Source: an optimization exercise on an open RTL-to-GDS flow (aim: small area, a short achievable clock period and few clock cycles per item). Production flows keep margins and buffers that such runs may drop.
RTL that was checked went through simulation tests only; none was proved equivalent to the original.

==> run a <==
## lg_enc
module lg_enc (
    input  wire        clk,
    input  wire        rst,           
    input  wire        cmd_valid,
    output wire        cmd_ready,
    input  wire [2:0]  cmd_ec,        
    input  wire        cmd_lossless,  
    input  wire        cmd_trg,
    input  wire        cmd_ev,
    input  wire [4:0]  cmd_pos,
    input  wire        cmd_load,      
    input  wire [11:0] cmd_pred1,
    input  wire [11:0] cmd_pred2,
    input  wire        smp_valid,
    output wire        smp_ready,
    input  wire [11:0] smp_data,
    output reg         out_valid,
    input  wire        out_ready,
    output reg  [31:0] out_data,
    output reg  [5:0]  out_len,
    output reg         out_last
);
clock: 35.0 ns
lec_check: 0
cap_margin: 20
core_margin: 2
core_utilization: 55
slew_margin: 20
standard.sh (not shown) runs the stock make flow with config.mk's settings and CLKGATE_MAP_FILE= SYNTH_SCRIPT=/design/flow/synth_recipe.tcl, a recipe that flattens the netlist after the stock synthesis.
==> flow/flow/run.sh <==
#!/bin/bash
# The standard layout, with two changes to how it is made:
#  - the port buffers are sky130_fd_sc_hd__buf_4 instead of the default pick
#    (a delay buffer);
#  - clock tree synthesis runs without dummy loads.
# make's full output goes to flow_make.log; ORFS keeps each step's log under
# orfs/logs.
set -euo pipefail
export BUFFER_PORTS_ARGS="-buffer_cell sky130_fd_sc_hd__buf_4"
export CTS_ARGS="-sink_clustering_enable -repair_clock_nets -dont_use_dummy_load"
bash standard.sh > flow_make.log 2>&1
==> run b: changes against run a <==
--- a/flow/design.v
+++ b/flow/design.v
@@ -437,22 +437,20 @@
             centre = (w <= {1'b0, e}) ? w : (w - s);
         end
     endfunction
     reg         c_v;
     reg  [2:0]  c_a;        
     reg  [9:0]  c_hdr;      
     reg         c_load;
     reg  [11:0] c_p1, c_p2;
-    reg         cr_o;       
-    assign cmd_ready = cr_o;
+    assign cmd_ready = !c_v;
     reg  [4:0]  j_in;       
     reg  [2:0]  ai;         
     reg         rdy;        
-    reg         rdy_n;      
     reg  [1:0]  fcnt;       
     reg  [11:0] f0_x, f1_x;
     reg  [2:0]  f0_a, f1_a;
     reg         f0_first, f1_first;
     reg         s1_v;
     reg  [1:0]  s1_ph;      
     reg  [11:0] s1_x;
     reg  [4:0]  s1_rx;      
@@ -464,76 +462,56 @@
     reg         s3_v;
     reg  [12:0] s3_y;       
     reg  [2:0]  s3_a;
     reg         s4_v;
     reg  [12:0] s4_u;
     reg  [4:0]  j_w;        
     reg         a_valid;    
     reg  [4:0]  rd_f;       
-    reg  [12:0] sr [0:31];
-    reg  [12:0] hreg;
-    reg         h_v;
-    reg         hj;
-    wire head_code = a_valid && !hj && !(h_v && rd_f == 5'd31);
-    wire adv4  = (hj || !head_code || !h_v) && !(j_w == 5'd31 && a_valid);
+    wire adv4  = !a_valid || (j_w < rd_f);
     wire wr    = s4_v && adv4;
-    wire dr    = !s4_v && (j_w == 5'd0) && a_valid && (hj || (head_code && !h_v));
-    wire sh    = wr || dr;
     wire go3   = !s4_v || adv4;
     wire adv3  = s3_v && go3;
     wire go2   = !s3_v || go3;
     wire adv2  = s2_v && go2;
     wire go1   = !s2_v || go2;
     wire prep1 = s1_v && s1_ph[1];
     wire prep2 = s1_v && s1_ph[0];
     wire adv1  = s1_v && (s1_ph == 2'd0) && go1;
     wire free1 = !s1_v || adv1;
     wire pop   = (fcnt != 2'd0) && free1;
-    assign smp_ready = !rdy_n;
+    assign smp_ready = rdy;
     wire push  = smp_valid && rdy;
+    wire acc31 = push && (j_in == 5'd31);
     reg  [11:0] x1, x2;
     reg  [2:0]  el;         
     reg  [3:0]  e_l;        
-    wire [4:0]  s_l   = {e_l, 1'b1};                  
-    wire [4:0]  c4095 = {1'b0, {4{e_l[3]}}};          
+    reg  [4:0]  s_l;        
+    reg  [4:0]  c4095;      
     reg  [4:0]  rho1;
     reg  [4:0]  rhop;
     wire [11:0] x1e = c_load ? c_p1 : x1;
     wire [11:0] x2e = c_load ? c_p2 : x2;
     wire [13:0] pp;
     ks_add #(14) u_pp (.a({1'b0, x1, 1'b0}), .b(~{2'b0, x2}), .ci(1'b1), .s(pp), .co());
     wire        p_neg = pp[13];
     wire        p_big = !pp[13] && pp[12];
     wire [11:0] mod_in = prep1 ? x1e : (prep2 ? pp[11:0] : f0_x);
     wire [2:0]  mod_a  = prep1 ? c_a : (prep2 ? el : f0_a);
     wire [4:0]  mod_o  = mod12(mod_in, mod_a);
     wire [4:0]  sg_0 = centre(subm(5'd0,  s1_rx, s_l), s_l, e_l);
     wire [4:0]  sg_c = centre(subm(c4095, s1_rx, s_l), s_l, e_l);
     wire [4:0]  sg_p = centre(subm(rhop,  s1_rx, s_l), s_l, e_l);
     wire [4:0]  sg   = p_neg ? sg_0 : (p_big ? sg_c : sg_p);
-    wire [7:0]  xh    = s1_x[11:4];
-    wire [7:0]  xh_p  = xh + 8'd1;
-    wire [7:0]  xh_m  = xh - 8'd1;
-    wire        xh_0  = (xh == 8'd0);
-    wire        xh_f  = (xh == 8'hFF);
-    wire [5:0]  lo_0  = {2'b0, s1_x[3:0]} + {sg_0[4], sg_0};
-    wire [5:0]  lo_c  = {2'b0, s1_x[3:0]} + {sg_c[4], sg_c};
-    wire [5:0]  lo_p  = {2'b0, s1_x[3:0]} + {sg_p[4], sg_p};
-    wire        n_0 = lo_0[5] && xh_0;
-    wire        n_c = lo_c[5] && xh_0;
-    wire        n_p = lo_p[5] && xh_0;
-    wire        b_0 = !lo_0[5] && lo_0[4] && xh_f;
-    wire        b_c = !lo_c[5] && lo_c[4] && xh_f;
-    wire        b_p = !lo_p[5] && lo_p[4] && xh_f;
-    wire [5:0]  lo     = p_neg ? lo_0 : (p_big ? lo_c : lo_p);
-    wire        xu_neg = p_neg ? n_0 : (p_big ? n_c : n_p);
-    wire        xu_big = p_neg ? b_0 : (p_big ? b_c : b_p);
-    wire [7:0]  xu_h   = lo[5] ? xh_m : (lo[4] ? xh_p : xh);
-    wire [11:0] xr     = xu_neg ? 12'd0 : (xu_big ? 12'd4095 : {xu_h, lo[3:0]});
+    wire [13:0] xu;
+    ks_add #(14) u_xu (.a({2'b0, s1_x}), .b({{9{sg[4]}}, sg}), .ci(1'b0), .s(xu), .co());
+    wire        xu_neg = xu[13];
+    wire        xu_big = !xu[13] && xu[12];
+    wire [11:0] xr     = xu_neg ? 12'd0 : (xu_big ? 12'd4095 : xu[11:0]);
     wire [4:0]  rn_0 = dblsub(5'd0,  rho1, s_l);
     wire [4:0]  rn_c = dblsub(c4095, rho1, s_l);
     wire [4:0]  rn_p = dblsub(rhop,  rho1, s_l);
     wire        r1_0 = xu_neg || (!xu_big && p_neg);
     wire        r1_c = !xu_neg && (xu_big || (!p_neg && p_big));
     wire [4:0]  rho1_n = r1_0 ? 5'd0 : (r1_c ? c4095 : rhop);
     wire [4:0]  rhop_n = r1_0 ? rn_0 : (r1_c ? rn_c : rn_p);
     wire [12:0] xmp  = p_neg ? {1'b0, s1_x} : (p_big ? ({1'b0, s1_x} - 13'd4095) : ({1'b0, s1_x} - {1'b0, pp[11:0]}));
@@ -573,53 +551,46 @@
     reg  [3:0]  k_c;
     reg  [5:0]  sl [0:11];
     always @* begin
         k_c = 4'd12;
         for (i = 11; i >= 0; i = i - 1)
             if (!rc[i][5] || rc[i][4:0] == 5'd0)
                 k_c = i[3:0];
         for (i = 0; i < 12; i = i + 1)
-            sl[i] = rc[i][5] ? 6'd32 : rc[i];
+            sl[i] = (!rc[i][5] || rc[i][4:0] == 5'd0) ? rc[i] : 6'd0;
     end
     wire [8:0] lsum = {3'd0, rc[12]} + sl[0] + sl[1] + sl[2] + sl[3] + sl[4] + sl[5]
                     + sl[6] + sl[7] + sl[8] + sl[9] + sl[10] + sl[11];
-    wire       raw_c = lsum > 9'd384;
+    wire [3:0] nk   = 4'd12 - k_c;
+    wire       raw_c = lsum > {nk, 5'd0};
     reg         k_valid;
     reg  [3:0]  k_r;
     reg         raw_r;
     wire [3:0]  k_u   = k_valid ? k_r : k_c;
     wire        raw_u = k_valid ? raw_r : raw_c;
     reg         hdr_pend;    
     reg         cur_v;
     reg  [12:0] cur_ones;    
     reg         cur_fits;    
     reg  [5:0]  cur_len;     
     reg  [12:0] cur_dat;     
     reg         cur_raw;
     reg         cur_last;
     reg  [3:0]  cur_k;
-    wire [12:0] uf      = h_v ? hreg : sr[31];
+    wire [12:0] uf      = mem[rd_f];
     wire [24:0] rot     = {12'd0, uf} << (4'd12 - k_u);
     wire [12:0] ones_f  = rot[24:12];
     wire [13:0] tail_f  = {1'b0, ones_f} + {10'd0, k_u} + 14'd1;
     wire [12:0] raw13   = uf[0] ? ~{1'b0, uf[12:1]} : {1'b0, uf[12:1]};
     wire [15:0] header  = {raw_u ? 4'd14 : k_u, h_o[9:7], h_o[6], h_o[5], 2'b00, h_o[4:0]};
-    reg         sk_v;
-    reg  [31:0] sk_data;
-    reg  [5:0]  sk_len;
-    reg         sk_last;
     wire can_emit = !out_valid || out_ready;
-    wire go       = !sk_v;
-    wire b_v      = cur_v || (hdr_pend && a_valid);
-    wire send_hdr = go && !cur_v && hdr_pend && a_valid;
-    wire consume  = go && cur_v && cur_fits;
-    wire f_go     = (h_v || head_code) && (cur_v ? (cur_fits && !hdr_pend) : 1'b1);
-    wire f_st     = (h_v || head_code) && !cur_v && !hdr_pend;
-    wire fetch    = go ? f_go : f_st;
+    wire send_hdr = can_emit && !cur_v && hdr_pend && a_valid;
+    wire consume  = can_emit && cur_v && cur_fits;
+    wire fetch    = a_valid && (!hdr_pend || send_hdr) && (!cur_v || consume);
     wire signed [33:0] yv = {2'b10, cur_dat[12:1], 20'd0};
     wire [33:0] ysh     = yv >>> cur_ones[4:0];
     wire [5:0]  lng_len = (cur_ones >= 13'd32) ? 6'd32 : cur_ones[5:0];
     wire [12:0] ones_l  = cur_ones - {7'd0, lng_len};
     wire [13:0] tail_l  = {1'b0, ones_l} + {10'd0, cur_k} + 14'd1;
     reg  [31:0] b_data;
     reg  [5:0]  b_len;
     always @* begin
@@ -630,91 +601,81 @@
             b_data = cur_raw ? {cur_dat, 19'd0} : ysh[32:1];
             b_len  = cur_len;
         end else begin
             b_data = 32'hFFFF_FFFF;
             b_len  = lng_len;
         end
     end
     always @(posedge clk) begin
-        if (sh) begin
-            sr[0] <= s4_u;
-            for (i = 1; i < 32; i = i + 1)
-                sr[i] <= sr[i-1];
-        end
-        if (!h_v && head_code && sh && !fetch)
-            hreg <= sr[31];
+        if (wr)
+            mem[j_w] <= s4_u;
         if (wr)
             for (i = 0; i < 13; i = i + 1)
                 rc[i] <= rc_n[i];
         if (!c_v) begin
             c_a    <= (cmd_lossless || cmd_ec > 3'd4) ? 3'd0 : cmd_ec;
             c_hdr  <= {cmd_lossless ? 3'd0 : cmd_ec, cmd_trg, cmd_ev,
                        (cmd_trg | cmd_ev) ? cmd_pos : 5'd0};
             c_load <= cmd_load;
             c_p1   <= cmd_pred1;
             c_p2   <= cmd_pred2;
         end
         if (j_in == 5'd0)
             ai <= c_a;
-        if (fcnt == 2'd0 || (fcnt == 2'd1 && pop)) begin
+        if (push && (fcnt == 2'd0 || (fcnt == 2'd1 && pop))) begin
             f0_x     <= smp_data;
             f0_a     <= (j_in == 5'd0) ? c_a : ai;
             f0_first <= (j_in == 5'd0);
         end else if (pop) begin
             f0_x     <= f1_x;
             f0_a     <= f1_a;
             f0_first <= f1_first;
         end
-        if (rdy) begin
+        if (push) begin
             f1_x     <= smp_data;
             f1_a     <= (j_in == 5'd0) ? c_a : ai;
             f1_first <= (j_in == 5'd0);
         end
         if (pop) begin
             s1_x  <= f0_x;
             s1_rx <= mod_o;
         end
         if (prep1)
             h_l <= c_hdr;
-        if (j_in == 5'd31)
+        if (acc31)
             h_o <= h_l;
         if (adv1) begin
             s2_q <= v;
             s2_a <= el;
         end
         if (adv2) begin
             s3_y <= (s2_a == 3'd0) ? s2_q : y1;
             s3_a <= s2_a;
         end
         if (adv3)
             s4_u <= u;
         if (k_valid == 1'b0) begin
             k_r   <= k_c;
             raw_r <= raw_c;
         end
         if (can_emit) begin
-            out_data <= sk_v ? sk_data : b_data;
-            out_len  <= sk_v ? sk_len  : b_len;
-            out_last <= sk_v ? sk_last : (cur_v && cur_fits && cur_last);
-        end
-        if (!sk_v) begin
-            sk_data <= b_data;
-            sk_len  <= b_len;
-            sk_last <= cur_v && cur_fits && cur_last;
+            out_data <= b_data;
+            out_len  <= b_len;
+            out_last <= cur_v && cur_fits && cur_last;
         end
         if (fetch) begin
             cur_ones <= ones_f;
             cur_fits <= raw_u || (tail_f <= 14'd32);
             cur_len  <= raw_u ? 6'd13 : tail_f[5:0];
             cur_dat  <= raw_u ? raw13 : {rot[11:0], 1'b0};
             cur_raw  <= raw_u;
             cur_last <= (rd_f == 5'd31);
             cur_k    <= k_u;
-        end else if (go && cur_v && !cur_fits) begin
+        end else if (can_emit && cur_v && !cur_fits) begin
             cur_ones <= ones_l;
             cur_fits <= tail_l <= 14'd32;
             cur_len  <= tail_l[5:0];
         end
         if (rst) begin
             c_v       <= 1'b0;
             j_in      <= 5'd0;
             rdy       <= 1'b0;
@@ -724,50 +685,47 @@
             s2_v      <= 1'b0;
             s3_v      <= 1'b0;
             s4_v      <= 1'b0;
             j_w       <= 5'd0;
             x1        <= 12'd2048;
             x2        <= 12'd2048;
             el        <= 3'd0;
             e_l       <= 4'd0;
+            s_l       <= 5'd1;
+            c4095     <= 5'd0;
             rho1      <= 5'd0;
             rhop      <= 5'd0;
             a_valid   <= 1'b0;
             rd_f      <= 5'd0;
-            h_v       <= 1'b0;
-            hj        <= 1'b0;
             k_valid   <= 1'b0;
             hdr_pend  <= 1'b0;
             cur_v     <= 1'b0;
             out_valid <= 1'b0;
-            sk_v      <= 1'b0;
-            cr_o      <= 1'b1;
-            rdy_n     <= 1'b1;
         end else begin
             if (!c_v)
                 c_v <= cmd_valid;
             else if (prep1)
                 c_v <= 1'b0;
             j_in <= j_in + {4'd0, push};
             fcnt <= fcnt + {1'b0, push} - {1'b0, pop};
-            rdy  <= (fcnt + {1'b0, rdy} - {1'b0, pop} < 2'd2) &&
-                    ((c_v && !prep1) || (j_in != 5'd0 && j_in != 5'd31));
-            rdy_n <= !((fcnt + {1'b0, rdy} - {1'b0, pop} < 2'd2) &&
-                       ((c_v && !prep1) || (j_in != 5'd0 && j_in != 5'd31)));
+            rdy  <= (fcnt + {1'b0, push} - {1'b0, pop} != 2'd2) &&
+                    ((c_v ? !prep1 : cmd_valid) || (j_in + {4'd0, push} != 5'd0));
             if (pop) begin
                 s1_v  <= 1'b1;
                 s1_ph <= {f0_first, 1'b0};
             end else if (adv1) begin
                 s1_v  <= 1'b0;
             end
             if (prep1) begin
                 s1_ph <= 2'd1;
                 el    <= c_a;
                 e_l   <= (c_a == 3'd0) ? 4'd0 : (4'd1 << (c_a - 3'd1));
+                s_l   <= (c_a == 3'd0) ? 5'd1 : ((5'd1 << c_a) + 5'd1);
+                c4095 <= (c_a == 3'd4) ? 5'd15 : 5'd0;
                 x1    <= x1e;
                 x2    <= x2e;
                 rho1  <= mod_o;
             end
             if (prep2) begin
                 s1_ph <= 2'd0;
                 rhop  <= mod_o;
             end
@@ -797,44 +755,27 @@
                     k_valid  <= 1'b0;
                     hdr_pend <= 1'b1;
                 end
             end
             if (a_valid)
                 k_valid <= 1'b1;
             if (send_hdr)
                 hdr_pend <= 1'b0;
-            if (h_v) begin
-                if (fetch)
-                    h_v <= 1'b0;
-            end else if (head_code && sh && !fetch) begin
-                h_v <= 1'b1;
-            end
-            if (sh)
-                hj <= 1'b0;
-            else if (!h_v && head_code && fetch)
-                hj <= 1'b1;
-            if (wr && j_w == 5'd31)
-                hj <= 1'b0;
             if (fetch) begin
                 rd_f <= rd_f + 5'd1;
                 if (rd_f == 5'd31)
                     a_valid <= 1'b0;
             end
             if (fetch)
                 cur_v <= 1'b1;
             else if (consume)
                 cur_v <= 1'b0;
             if (can_emit)
-                out_valid <= sk_v || b_v;
-            if (sk_v)
-                sk_v <= !can_emit;
-            else
-                sk_v <= b_v && !can_emit;
-            cr_o <= c_v ? prep1 : !cmd_valid;
+                out_valid <= cur_v || (hdr_pend && a_valid);
         end
     end
 endmodule
 module ks_add #(parameter W = 8) (
     input  wire [W-1:0] a,
     input  wire [W-1:0] b,
     input  wire         ci,
     output wire [W-1:0] s,
==> flow/run.sh (new file) <==
#!/bin/bash
# synth_recipe.tcl (not shown) runs the flow's synth.tcl, then flattens the netlist and writes it again
# the make line also repeats each setting of config.mk as NAME=value (left out here)
make -C /OpenROAD-flow-scripts/flow DESIGN_CONFIG=/design/flow/config.mk WORK_HOME=/design/flow/orfs CLKGATE_MAP_FILE= SYNTH_SCRIPT=/design/flow/synth_recipe.tcl finish
==> flow/config.mk (replaced) <==
export PLATFORM = sky130hd
export DESIGN_NAME = lg_enc
export DESIGN_NICKNAME = lg_enc
export VERILOG_FILES = /design/flow/design.v
export SDC_FILE = /design/flow/constraint.sdc
export NUM_CORES = 4
export LEC_CHECK = 0
export CAP_MARGIN = 20
export CORE_MARGIN = 2
export CORE_UTILIZATION = 40
export SLEW_MARGIN = 20
removed: flow/flow/run.sh
removed: flow/standard.sh
==> run c: changes against run a <==
--- a/flow/design.v
+++ b/flow/design.v
@@ -464,25 +464,18 @@
     reg         s3_v;
     reg  [12:0] s3_y;       
     reg  [2:0]  s3_a;
     reg         s4_v;
     reg  [12:0] s4_u;
     reg  [4:0]  j_w;        
     reg         a_valid;    
     reg  [4:0]  rd_f;       
-    reg  [12:0] sr [0:31];
-    reg  [12:0] hreg;
-    reg         h_v;
-    reg         hj;
-    wire head_code = a_valid && !hj && !(h_v && rd_f == 5'd31);
-    wire adv4  = (hj || !head_code || !h_v) && !(j_w == 5'd31 && a_valid);
+    wire adv4  = !a_valid || (j_w < rd_f);
     wire wr    = s4_v && adv4;
-    wire dr    = !s4_v && (j_w == 5'd0) && a_valid && (hj || (head_code && !h_v));
-    wire sh    = wr || dr;
     wire go3   = !s4_v || adv4;
     wire adv3  = s3_v && go3;
     wire go2   = !s3_v || go3;
     wire adv2  = s2_v && go2;
     wire go1   = !s2_v || go2;
     wire prep1 = s1_v && s1_ph[1];
     wire prep2 = s1_v && s1_ph[0];
     wire adv1  = s1_v && (s1_ph == 2'd0) && go1;
@@ -573,52 +566,53 @@
     reg  [3:0]  k_c;
     reg  [5:0]  sl [0:11];
     always @* begin
         k_c = 4'd12;
         for (i = 11; i >= 0; i = i - 1)
             if (!rc[i][5] || rc[i][4:0] == 5'd0)
                 k_c = i[3:0];
         for (i = 0; i < 12; i = i + 1)
-            sl[i] = rc[i][5] ? 6'd32 : rc[i];
+            sl[i] = (!rc[i][5] || rc[i][4:0] == 5'd0) ? rc[i] : 6'd0;
     end
     wire [8:0] lsum = {3'd0, rc[12]} + sl[0] + sl[1] + sl[2] + sl[3] + sl[4] + sl[5]
                     + sl[6] + sl[7] + sl[8] + sl[9] + sl[10] + sl[11];
-    wire       raw_c = lsum > 9'd384;
+    wire [3:0] nk   = 4'd12 - k_c;
+    wire       raw_c = lsum > {nk, 5'd0};
     reg         k_valid;
     reg  [3:0]  k_r;
     reg         raw_r;
     wire [3:0]  k_u   = k_valid ? k_r : k_c;
     wire        raw_u = k_valid ? raw_r : raw_c;
     reg         hdr_pend;    
     reg         cur_v;
     reg  [12:0] cur_ones;    
     reg         cur_fits;    
     reg  [5:0]  cur_len;     
     reg  [12:0] cur_dat;     
     reg         cur_raw;
     reg         cur_last;
     reg  [3:0]  cur_k;
-    wire [12:0] uf      = h_v ? hreg : sr[31];
+    wire [12:0] uf      = mem[rd_f];
     wire [24:0] rot     = {12'd0, uf} << (4'd12 - k_u);
     wire [12:0] ones_f  = rot[24:12];
     wire [13:0] tail_f  = {1'b0, ones_f} + {10'd0, k_u} + 14'd1;
     wire [12:0] raw13   = uf[0] ? ~{1'b0, uf[12:1]} : {1'b0, uf[12:1]};
     wire [15:0] header  = {raw_u ? 4'd14 : k_u, h_o[9:7], h_o[6], h_o[5], 2'b00, h_o[4:0]};
     reg         sk_v;
     reg  [31:0] sk_data;
     reg  [5:0]  sk_len;
     reg         sk_last;
     wire can_emit = !out_valid || out_ready;
     wire go       = !sk_v;
     wire b_v      = cur_v || (hdr_pend && a_valid);
     wire send_hdr = go && !cur_v && hdr_pend && a_valid;
     wire consume  = go && cur_v && cur_fits;
-    wire f_go     = (h_v || head_code) && (cur_v ? (cur_fits && !hdr_pend) : 1'b1);
-    wire f_st     = (h_v || head_code) && !cur_v && !hdr_pend;
+    wire f_go     = a_valid && (cur_v ? (cur_fits && !hdr_pend) : 1'b1);
+    wire f_st     = a_valid && !cur_v && !hdr_pend;
     wire fetch    = go ? f_go : f_st;
     wire signed [33:0] yv = {2'b10, cur_dat[12:1], 20'd0};
     wire [33:0] ysh     = yv >>> cur_ones[4:0];
     wire [5:0]  lng_len = (cur_ones >= 13'd32) ? 6'd32 : cur_ones[5:0];
     wire [12:0] ones_l  = cur_ones - {7'd0, lng_len};
     wire [13:0] tail_l  = {1'b0, ones_l} + {10'd0, cur_k} + 14'd1;
     reg  [31:0] b_data;
     reg  [5:0]  b_len;
@@ -630,23 +624,18 @@
             b_data = cur_raw ? {cur_dat, 19'd0} : ysh[32:1];
             b_len  = cur_len;
         end else begin
             b_data = 32'hFFFF_FFFF;
             b_len  = lng_len;
         end
     end
     always @(posedge clk) begin
-        if (sh) begin
-            sr[0] <= s4_u;
-            for (i = 1; i < 32; i = i + 1)
-                sr[i] <= sr[i-1];
-        end
-        if (!h_v && head_code && sh && !fetch)
-            hreg <= sr[31];
+        if (wr)
+            mem[j_w] <= s4_u;
         if (wr)
             for (i = 0; i < 13; i = i + 1)
                 rc[i] <= rc_n[i];
         if (!c_v) begin
             c_a    <= (cmd_lossless || cmd_ec > 3'd4) ? 3'd0 : cmd_ec;
             c_hdr  <= {cmd_lossless ? 3'd0 : cmd_ec, cmd_trg, cmd_ev,
                        (cmd_trg | cmd_ev) ? cmd_pos : 5'd0};
             c_load <= cmd_load;
@@ -728,18 +717,16 @@
             x1        <= 12'd2048;
             x2        <= 12'd2048;
             el        <= 3'd0;
             e_l       <= 4'd0;
             rho1      <= 5'd0;
             rhop      <= 5'd0;
             a_valid   <= 1'b0;
             rd_f      <= 5'd0;
-            h_v       <= 1'b0;
-            hj        <= 1'b0;
             k_valid   <= 1'b0;
             hdr_pend  <= 1'b0;
             cur_v     <= 1'b0;
             out_valid <= 1'b0;
             sk_v      <= 1'b0;
             cr_o      <= 1'b1;
             rdy_n     <= 1'b1;
         end else begin
@@ -797,28 +784,16 @@
                     k_valid  <= 1'b0;
                     hdr_pend <= 1'b1;
                 end
             end
             if (a_valid)
                 k_valid <= 1'b1;
             if (send_hdr)
                 hdr_pend <= 1'b0;
-            if (h_v) begin
-                if (fetch)
-                    h_v <= 1'b0;
-            end else if (head_code && sh && !fetch) begin
-                h_v <= 1'b1;
-            end
-            if (sh)
-                hj <= 1'b0;
-            else if (!h_v && head_code && fetch)
-                hj <= 1'b1;
-            if (wr && j_w == 5'd31)
-                hj <= 1'b0;
             if (fetch) begin
                 rd_f <= rd_f + 5'd1;
                 if (rd_f == 5'd31)
                     a_valid <= 1'b0;
             end
             if (fetch)
                 cur_v <= 1'b1;
             else if (consume)
==> flow/flow/run.sh (replaced) <==
#!/bin/bash
# The standard layout, with the port buffers made of sky130_fd_sc_hd__buf_4
# instead of the default pick (a delay buffer). make's full output goes to
# flow_make.log; ORFS keeps each step's log under orfs/logs.
set -euo pipefail
export BUFFER_PORTS_ARGS="-buffer_cell sky130_fd_sc_hd__buf_4"
bash standard.sh > flow_make.log 2>&1
==> flow/config.mk (replaced) <==
export PLATFORM = sky130hd
export DESIGN_NAME = lg_enc
export DESIGN_NICKNAME = lg_enc
export VERILOG_FILES = /design/flow/design.v
export SDC_FILE = /design/flow/constraint.sdc
export NUM_CORES = 4
export LEC_CHECK = 0
export CAP_MARGIN = 20
export CORE_MARGIN = 2
export CORE_UTILIZATION = 40
export SLEW_MARGIN = 20
==> results.txt <==
Wire length: run a < run b < run c. In run b the non-clock buffer count is higher than in run a, by 32. Hold slack: run c > run b > run a. Core utilization, lowest first: run c, run b, run a. Run b ran to the end with no violations. Run c passed the timing, DRC and antenna checks. Run a passed the timing, DRC and antenna checks.
==> figures <==
Run status: run c complete, no violations; run b complete, no violations; run a complete, no violations
Total cell area at the placement stage: run c 55,120 µm²; run b 53,310 µm²; run a 50,780 µm²
Logic depth of the worst register-to-register path: run c 30; run b 31; run a 25
Number of antenna violations at the first check in global routing: run c 2; run b 1; run a 0
Layout Utilization: run c 45.01%; run b 45.01%; run a 60.11%
Net count after synthesis: run c 5,189; run b 5,003; run a 4,789
Top-area cell type share of the netlist area: run c 41.49%; run b 43.18%; run a 45.30%
Number of core rows: run c 132; run b 130; run a 109
Setup WS post-layout: run c 26,680 ps; run b 26,100 ps; run a 26,820 ps
Testbench counts of run b, summed over its fixed seeds: cycles 11,223, blocks 320.
For run a and run c, only the layout was checked, not whether the RTL still works.

[separate check: timing with driven ports]
The results above use ideal ports. As a check the final layouts listed here were re-extracted and re-timed, cells and wires unchanged.
Step 1, drivers: a clkbuf_16 drives clk and a buf_2 each remaining input, both assumed.
Step 2 moves the port delays by t, midway between the first and last clock arrival at a register: inputs arrive t later, outputs are due t later. That takes back most of the time a late clock gives input paths.
Slacks: no drivers / after step 1 / after step 2; pairs: no drivers / after step 1.
run	t, ns	setup WS [ns]	latest minus earliest clock arrival (ns)	worst slew at a driven data input, ns	cell pins on the clock port's net
run a	0.691	26.819 / 26.749 / 26.423	0.062 / 0.062	0.07	1
run b	0.733	26.101 / 26.147 / 25.414	0.056 / 0.056	0.06	1
run c	0.750	26.681 / 26.615 / 26.272	0.060 / 0.061	0.08	1
After both steps setup and hold are still met in every run listed. The setup slack of run b, which loses most, moves by +0.046 ns with the drivers and by -0.687 ns with both steps.
